What follows belongs to an exercise in optimizing a design on an open flow for small area, a short achievable clock period and few clock cycles per item; a production flow would make more cautious choices. Function was checked by simulation only, so behaviour that the tests miss may differ from the original. No activity file was given, so power comes from the tool's default toggle rates.

## rev 12
==> flow/design.v (excerpt) <==
module sp_coder (
    input  wire        clk,
    input  wire        rst,            
    input  wire        in_valid,
    output wire        in_ready,
    input  wire [3:0]  in_slot,
    input  wire [63:0] in_p,           
    input  wire        in_skip,        
    input  wire        in_still,
    input  wire        in_jump,
    input  wire        in_refresh,
    output reg         out_valid,
    input  wire        out_ready,
    output reg  [3:0]  out_slot,
    output reg  [7:0]  out_code,
    output reg         out_esc_valid,
    output reg  [63:0] out_esc
);
export LEC_CHECK = 0
export CAP_MARGIN = 20
export CORE_MARGIN = 2
export CORE_UTILIZATION = 60
export CTS_CLUSTER_DIAMETER = 120
export CTS_CLUSTER_SIZE = 24
export SLEW_MARGIN = 20
create_clock -name core_clock -period 14.5 [get_ports {clk}]
standard.sh (not shown) runs the stock make flow with config.mk's settings and CLKGATE_MAP_FILE= SYNTH_SCRIPT=/design/flow/synth_recipe.tcl, a recipe that flattens the netlist after the stock synthesis.
==> flow/flow/run.sh <==
#!/bin/bash
# The standard layout (standard.sh), with one change: the buffers that
# buffer_ports puts on every input and output port are sky130_fd_sc_hd__buf_2
# instead of the cell buffer_ports picks by default (a clkdlybuf4s50 delay
# cell). The full make output is kept in standard.log.
set -euo pipefail
bash standard.sh "BUFFER_PORTS_ARGS=-buffer_cell sky130_fd_sc_hd__buf_2" finish > standard.log 2>&1
Rev 12 completed every stage of the flow, and the final layout passed the timing, DRC and antenna checks.
Testbench counts of rev 12, summed over its fixed seeds: cycles 6,160, items 6,144.
Changes in rev 13 relative to rev 12:
==> flow/flow/run.sh <==
#!/bin/bash
# The standard layout (standard.sh) with two changes:
#  - buffer_ports puts sky130_fd_sc_hd__buf_2 on every input and output port
#    instead of the delay cell it picks by default;
#  - timing repair aims for more setup slack than the standard flow does.
# The clock period and all constraints are the design's. The full make
# output is kept in standard.log.
set -euo pipefail
bash standard.sh "BUFFER_PORTS_ARGS=-buffer_cell sky130_fd_sc_hd__buf_2" SETUP_SLACK_MARGIN=10.3 finish > standard.log 2>&1
--- outcome ---
In summary, rev 13 completed successfully, with a layout that passed the timing, DRC and antenna checks.
As far as number of flip-flops and latches goes, rev 13 and rev 12 are indistinguishable; the numbers are identical.
Rev 13 -> rev 12: clock share of power flat
Cmp rev 13 and rev 12 / cell count along the critical path / lower: rev 13
[compare] base=rev 12 new=rev 13: non-clock inverter instance count of the final layout went up by 0.31%, via count went down by 162.
The layout filler cell count in rev 13 was higher than what rev 12 gave.
The sequential share of layout area number comes out higher for rev 12 vs rev 13.
Rev 13 against rev 12: design area higher; gate count of the mapped netlist roughly the same.

========
The RTL this note starts from:
==> flow/design.v <==
module sp_coder (
    input  wire        clk,
    input  wire        rst,            
    input  wire        in_valid,
    output wire        in_ready,
    input  wire [3:0]  in_slot,
    input  wire [63:0] in_p,           
    input  wire        in_skip,        
    input  wire        in_still,
    input  wire        in_jump,
    input  wire        in_refresh,
    output reg         out_valid,
    input  wire        out_ready,
    output reg  [3:0]  out_slot,
    output reg  [7:0]  out_code,
    output reg         out_esc_valid,
    output reg  [63:0] out_esc
);
    localparam NSLOT = 16;
    localparam [7:0] CODE_JUMP  = 8'h7F;
    localparam [7:0] CODE_TRACK = 8'h81;
    localparam [7:0] CODE_STILL = 8'h80;
    localparam [3:0] HEAD_RST = 4'd14;
    localparam W    = 5;
    localparam NALU = (64 + W - 1) / W;
    reg [63:0] ring_r [0:NSLOT-1];
    reg [63:0] ring_v [0:NSLOT-1];
    reg [NSLOT-1:1] stale;
    reg [3:0] head;
    reg       rst_q;               
    reg        a_valid;
    reg        a_match;            
    reg [3:0]  a_slot;
    reg [63:0] a_p;
    reg        a_skip, a_still, a_jump, a_refresh;
    reg        s_valid;
    reg [3:0]  s_slot;
    reg [7:0]  s_code;
    reg        s_esc_valid;
    wire go = a_valid && a_match && !s_valid;
    wire out_free = !out_valid || out_ready;
    reg  s_hit;                    
    wire s_move   = s_valid && (!s_esc_valid || s_hit);
    wire s_valid_n = !rst && (out_free ? (s_valid && !s_move) : (s_valid || go));
    reg  rdy_q;
    assign in_ready = rdy_q;
    wire en_a = !a_valid || go;
    wire [63:0] r_cur = ring_r[0];
    wire [63:0] v_cur = ring_v[0];
    wire [63:0] p     = a_p;
    wire [63:0] nr    = ~r_cur;
    wire [63:0] nv    = ~v_cur;
    wire [63:0] su    = p ^ nr ^ nv;
    wire [63:0] cy    = {(p[62:0] & nr[62:0]) | (p[62:0] & nv[62:0]) | (nr[62:0] & nv[62:0]), 1'b1};
    wire [15:0] e_lo  = {1'b0, su[14:0]} + {1'b0, cy[14:0]} + 16'd1;
    wire        c15   = e_lo[15];
    wire [15:0] e16   = {su[15] ^ cy[15] ^ c15, e_lo[14:0]};
    wire [48:0] ha    = su[63:15];
    wire [48:0] hb    = cy[63:15];
    wire [48:0] hx    = ha ^ hb;
    wire        all0  = (hx[0] == c15)  && ((ha[47:0] | hb[47:0]) == hx[48:1]);
    wire        all1  = (hx[0] == !c15) && ((ha[47:0] & hb[47:0]) == ~hx[48:1]);
    wire        lo_ok = all0 ? (e16[15] == 1'b0 && e16[14:0] <= 15'h7E7F)
                             : (e16[15] == 1'b1 && e16[14:0] >= 15'h0180);
    wire        c_ok  = (all0 || all1) && lo_ok;
    wire [15:0] t16   = su[15:0] + cy[15:0] + 16'd129;      
    wire [8:0]  k     = 9'd128 - {1'b0, t16[7:0]};
    wire mode_skip  = a_skip;
    wire mode_still = !a_skip && a_still;
    wire mode_pq    = !a_skip && !a_still && !a_jump;    
    wire mode_p     = !a_skip && !a_still;               
    wire esc        = mode_p && !use_c;
    reg [7:0]  code_fix;
    always @(*) begin
        if (a_skip)                  code_fix = 8'd0;
        else if (a_still)            code_fix = CODE_STILL;
        else if (a_jump)             code_fix = CODE_JUMP;
        else                         code_fix = CODE_TRACK;
    end
    wire       step_ok = mode_pq && !a_refresh;      
    wire       use_c   = step_ok && c_ok;
    wire [7:0] code    = use_c ? t16[15:8] : code_fix;
    reg sel_p, sel_rk, sel_nr, sel_vk;
    wire [63:0] r1_d = sel_p ? p : r_cur;
    wire [63:0] r1_q = ({64{sel_p}} & p) | ({64{sel_rk}} & r_cur);
    wire [63:0] v1_q = ({64{sel_nr}} & ~r_cur) | ({64{sel_vk}} & v_cur);
    reg [NALU:1] op_pq;
    reg [NALU:1] op_skip;
    reg [NALU:1] k_neg;
    reg [NALU:1] stp;              
    reg [7:0]    kd [1:NALU];      
    reg [NALU:2] cr;               
    reg [NALU:2] cv;               
    wire [63:0] r_alu [1:NALU];
    wire [63:0] v_alu [1:NALU];
    wire [NALU:1] cr_out, cv_out;
    genvar g, b;
    generate
        for (g = 1; g <= NALU; g = g + 1) begin : alu
            localparam LO = (g - 1) * W;
            localparam HI = (g * W > 64) ? 63 : g * W - 1;
            wire [HI-LO+1:0] crc;
            wire [HI-LO+1:0] cvc;
            if (g == 1) begin : first
                assign crc[0] = 1'b0;
                assign cvc[0] = 1'b1;
            end else begin : next
                assign crc[0] = cr[g];
                assign cvc[0] = cv[g];
            end
            for (b = LO; b <= HI; b = b + 1) begin : bit_
                wire kb  = (b < 8) ? (stp[g] & kd[g][(b < 8) ? b : 0]) : k_neg[g];
                wire rb  = ring_r[g][b];
                wire vb  = ring_v[g][b];
                wire xb  = op_skip[g] ? vb : kb;
                wire ci  = crc[b-LO];
                wire rn  = rb ^ xb ^ ci;
                wire nvb = vb;
                wire di  = cvc[b-LO];
                assign crc[b-LO+1] = (rb & xb) | (rb & ci) | (xb & ci);
                assign cvc[b-LO+1] = (rn & nvb) | (rn & di) | (nvb & di);
                assign r_alu[g][b] = rn;
                assign v_alu[g][b] = op_pq[g] ? (rn ^ nvb ^ di) : vb;
            end
            if (LO > 0) begin : keep_lo
                assign r_alu[g][LO-1:0] = ring_r[g][LO-1:0];
                assign v_alu[g][LO-1:0] = ring_v[g][LO-1:0];
            end
            if (HI < 63) begin : keep_hi
                assign r_alu[g][63:HI+1] = ring_r[g][63:HI+1];
                assign v_alu[g][63:HI+1] = ring_v[g][63:HI+1];
            end
            assign cr_out[g] = crc[HI-LO+1];
            assign cv_out[g] = cvc[HI-LO+1];
        end
    endgenerate
    always @(posedge clk) begin
        op_pq[1]   <= go && mode_pq;
        op_skip[1] <= go && mode_skip;
        kd[1]      <= k[7:0];
        stp[1]     <= go && use_c;
        k_neg[1]   <= go && use_c && k[8];
    end
    generate
        for (g = 2; g <= NALU; g = g + 1) begin : alu_regs
            always @(posedge clk) begin
                op_pq[g]   <= op_pq[g-1];
                op_skip[g] <= op_skip[g-1];
                k_neg[g]   <= k_neg[g-1];
                kd[g]      <= kd[g-1];
                stp[g]     <= stp[g-1];
                cr[g]      <= cr_out[g-1];
                cv[g]      <= cv_out[g-1];
            end
        end
    endgenerate
    integer j;
    always @(posedge clk) begin
        if (stale[NSLOT-1]) begin
            ring_r[0] <= 64'd0;
            ring_v[0] <= 64'd0;
        end else begin
            ring_r[0] <= ring_r[NSLOT-1];
            ring_v[0] <= ring_v[NSLOT-1];
        end
        ring_r[1] <= r1_q;
        ring_v[1] <= v1_q;
        for (j = 2; j <= NALU + 1; j = j + 1) begin
            ring_r[j] <= r_alu[j-1];
            ring_v[j] <= v_alu[j-1];
        end
        for (j = NALU + 2; j < NSLOT; j = j + 1) begin
            ring_r[j] <= ring_r[j-1];
            ring_v[j] <= ring_v[j-1];
        end
    end
    always @(posedge clk) begin
        rst_q <= rst;
        if (rst) begin
            stale <= {(NSLOT-1){1'b1}};
            head  <= HEAD_RST;
        end else begin
            stale <= {stale[NSLOT-2:1], 1'b0};
            head  <= head + 4'd1;
        end
    end
    wire       a_valid_n = !rst && (en_a ? in_valid : a_valid);
    wire [3:0] a_slot_n  = en_a ? in_slot : a_slot;
    wire       a_match_n = (a_slot_n == head + 4'd1);
    wire       go_n      = a_valid_n && a_match_n && !s_valid_n;
    wire       skip_n    = en_a ? in_skip  : a_skip;
    wire       still_n   = en_a ? in_still : a_still;
    wire       jump_n    = en_a ? in_jump  : a_jump;
    always @(posedge clk) begin
        sel_p  <= go_n && !skip_n && !still_n;
        sel_rk <= !rst && !(go_n && !skip_n && !still_n);
        sel_nr <= go_n && !skip_n && !still_n && !jump_n;
        sel_vk <= !rst && (!go_n || skip_n || (!still_n && jump_n));
        s_hit  <= ((go ? a_slot : s_slot) == head + 4'd1);
    end
    always @(posedge clk) begin
        a_valid <= a_valid_n;
        a_match <= a_match_n;
        rdy_q   <= !a_valid_n || (a_match_n && !s_valid_n);
        if (en_a) begin
            a_slot    <= in_slot;
            a_p       <= in_p;
            a_skip    <= in_skip;
            a_still   <= in_still;
            a_jump    <= in_jump;
            a_refresh <= in_refresh;
        end
    end
    always @(posedge clk) begin
        s_valid <= s_valid_n;
        if (rst) begin
            out_valid <= 1'b0;
        end else if (out_free) begin
            out_valid <= s_move || go;
        end
    end
    always @(posedge clk) begin
        if (go) begin
            s_slot      <= a_slot;
            s_code      <= code;
            s_esc_valid <= esc;
        end
        if (out_free) begin
            if (s_valid) begin
                out_slot      <= s_slot;
                out_code      <= s_code;
                out_esc_valid <= s_esc_valid;
            end else begin
                out_slot      <= a_slot;
                out_code      <= code;
                out_esc_valid <= esc;
            end
            out_esc <= r1_d;
        end
    end
endmodule
Settings: LEC_CHECK=0, CAP_MARGIN=20, CORE_MARGIN=2, CORE_UTILIZATION=60, CTS_CLUSTER_DIAMETER=120, CTS_CLUSTER_SIZE=24, SLEW_MARGIN=20; clock period 14.5 ns.
run.sh (not shown) runs the stock make flow with config.mk's settings and CLKGATE_MAP_FILE= SYNTH_SCRIPT=/design/flow/synth_recipe.tcl, a recipe that flattens the netlist after the stock synthesis.
Stock flow here: none of the scripts above is used.
The first run finished clean.
Testbench counts at the start, summed over its fixed seeds: cycles 6,160, items 6,144.
Then changed:
==> flow/flow/run.sh (new file) <==
#!/bin/bash
# The standard layout (standard.sh), with one change: the buffers that
# buffer_ports puts on every input and output port are sky130_fd_sc_hd__buf_2
# instead of the cell buffer_ports picks by default (a clkdlybuf4s50 delay
# cell). The full make output is kept in standard.log.
set -euo pipefail
bash standard.sh "BUFFER_PORTS_ARGS=-buffer_cell sky130_fd_sc_hd__buf_2" finish > standard.log 2>&1
==> flow/standard.sh (new file) <==
#!/bin/bash
# synth_recipe.tcl (not shown) runs the flow's synth.tcl, then flattens the netlist and writes it again
# the make line also repeats each setting of config.mk as NAME=value (left out here)
make -C /OpenROAD-flow-scripts/flow DESIGN_CONFIG=/design/flow/config.mk WORK_HOME=/design/flow/orfs CLKGATE_MAP_FILE= SYNTH_SCRIPT=/design/flow/synth_recipe.tcl "${@:-finish}"
removed: flow/run.sh
Effect:
- combinational power falls by about 6%
- cell count is unchanged
- routed wire length falls by 0.35%
- global-route usage barely changes
- synthesized cell count stays the same
- die area does not change
- worst hold slack barely changes
- area after synthesis stays the same
- setup slack gets better by 0.27 ns
- cell area decreases by 1.2%

re-timing with driven ports:
The results above use ideal ports. As a check the final layouts listed here were re-extracted and re-timed, cells and wires unchanged. Step 1 sets driving cells, clkbuf_16 on the clock port and buf_2 on the other inputs (assumed; they add their load-dependent delay and slew). Step 2 adds t to the input delays and takes it off the output delays; t is the mean of the earliest and latest rising clock arrival at the registers after step 1. Input paths then give back, and output paths get back, about the clock's delay inside the block. Slacks: no drivers / after step 1 / after step 2; pairs: no drivers / after step 1.
run | t, ns | setup WS [ns] | worst hold slack (ns)
rev 12 | 0.763 | 9.956 / 9.956 / 9.597 | 0.309 / 0.309 / 0.309
rev 13 | 0.753 | 10.180 / 10.115 / 9.717 | 0.315 / 0.315 / 0.315
the first run of note 2 | 0.780 | 9.792 / 9.725 / 9.415 | 0.318 / 0.318 / 0.318
the second run of note 2 | 0.774 | 10.066 / 10.066 / 9.805 | 0.318 / 0.318 / 0.318
After both steps every run listed still meets setup and hold. The setup slack of rev 13, which loses most, moves by -0.065 ns with the drivers and by -0.463 ns with both steps.
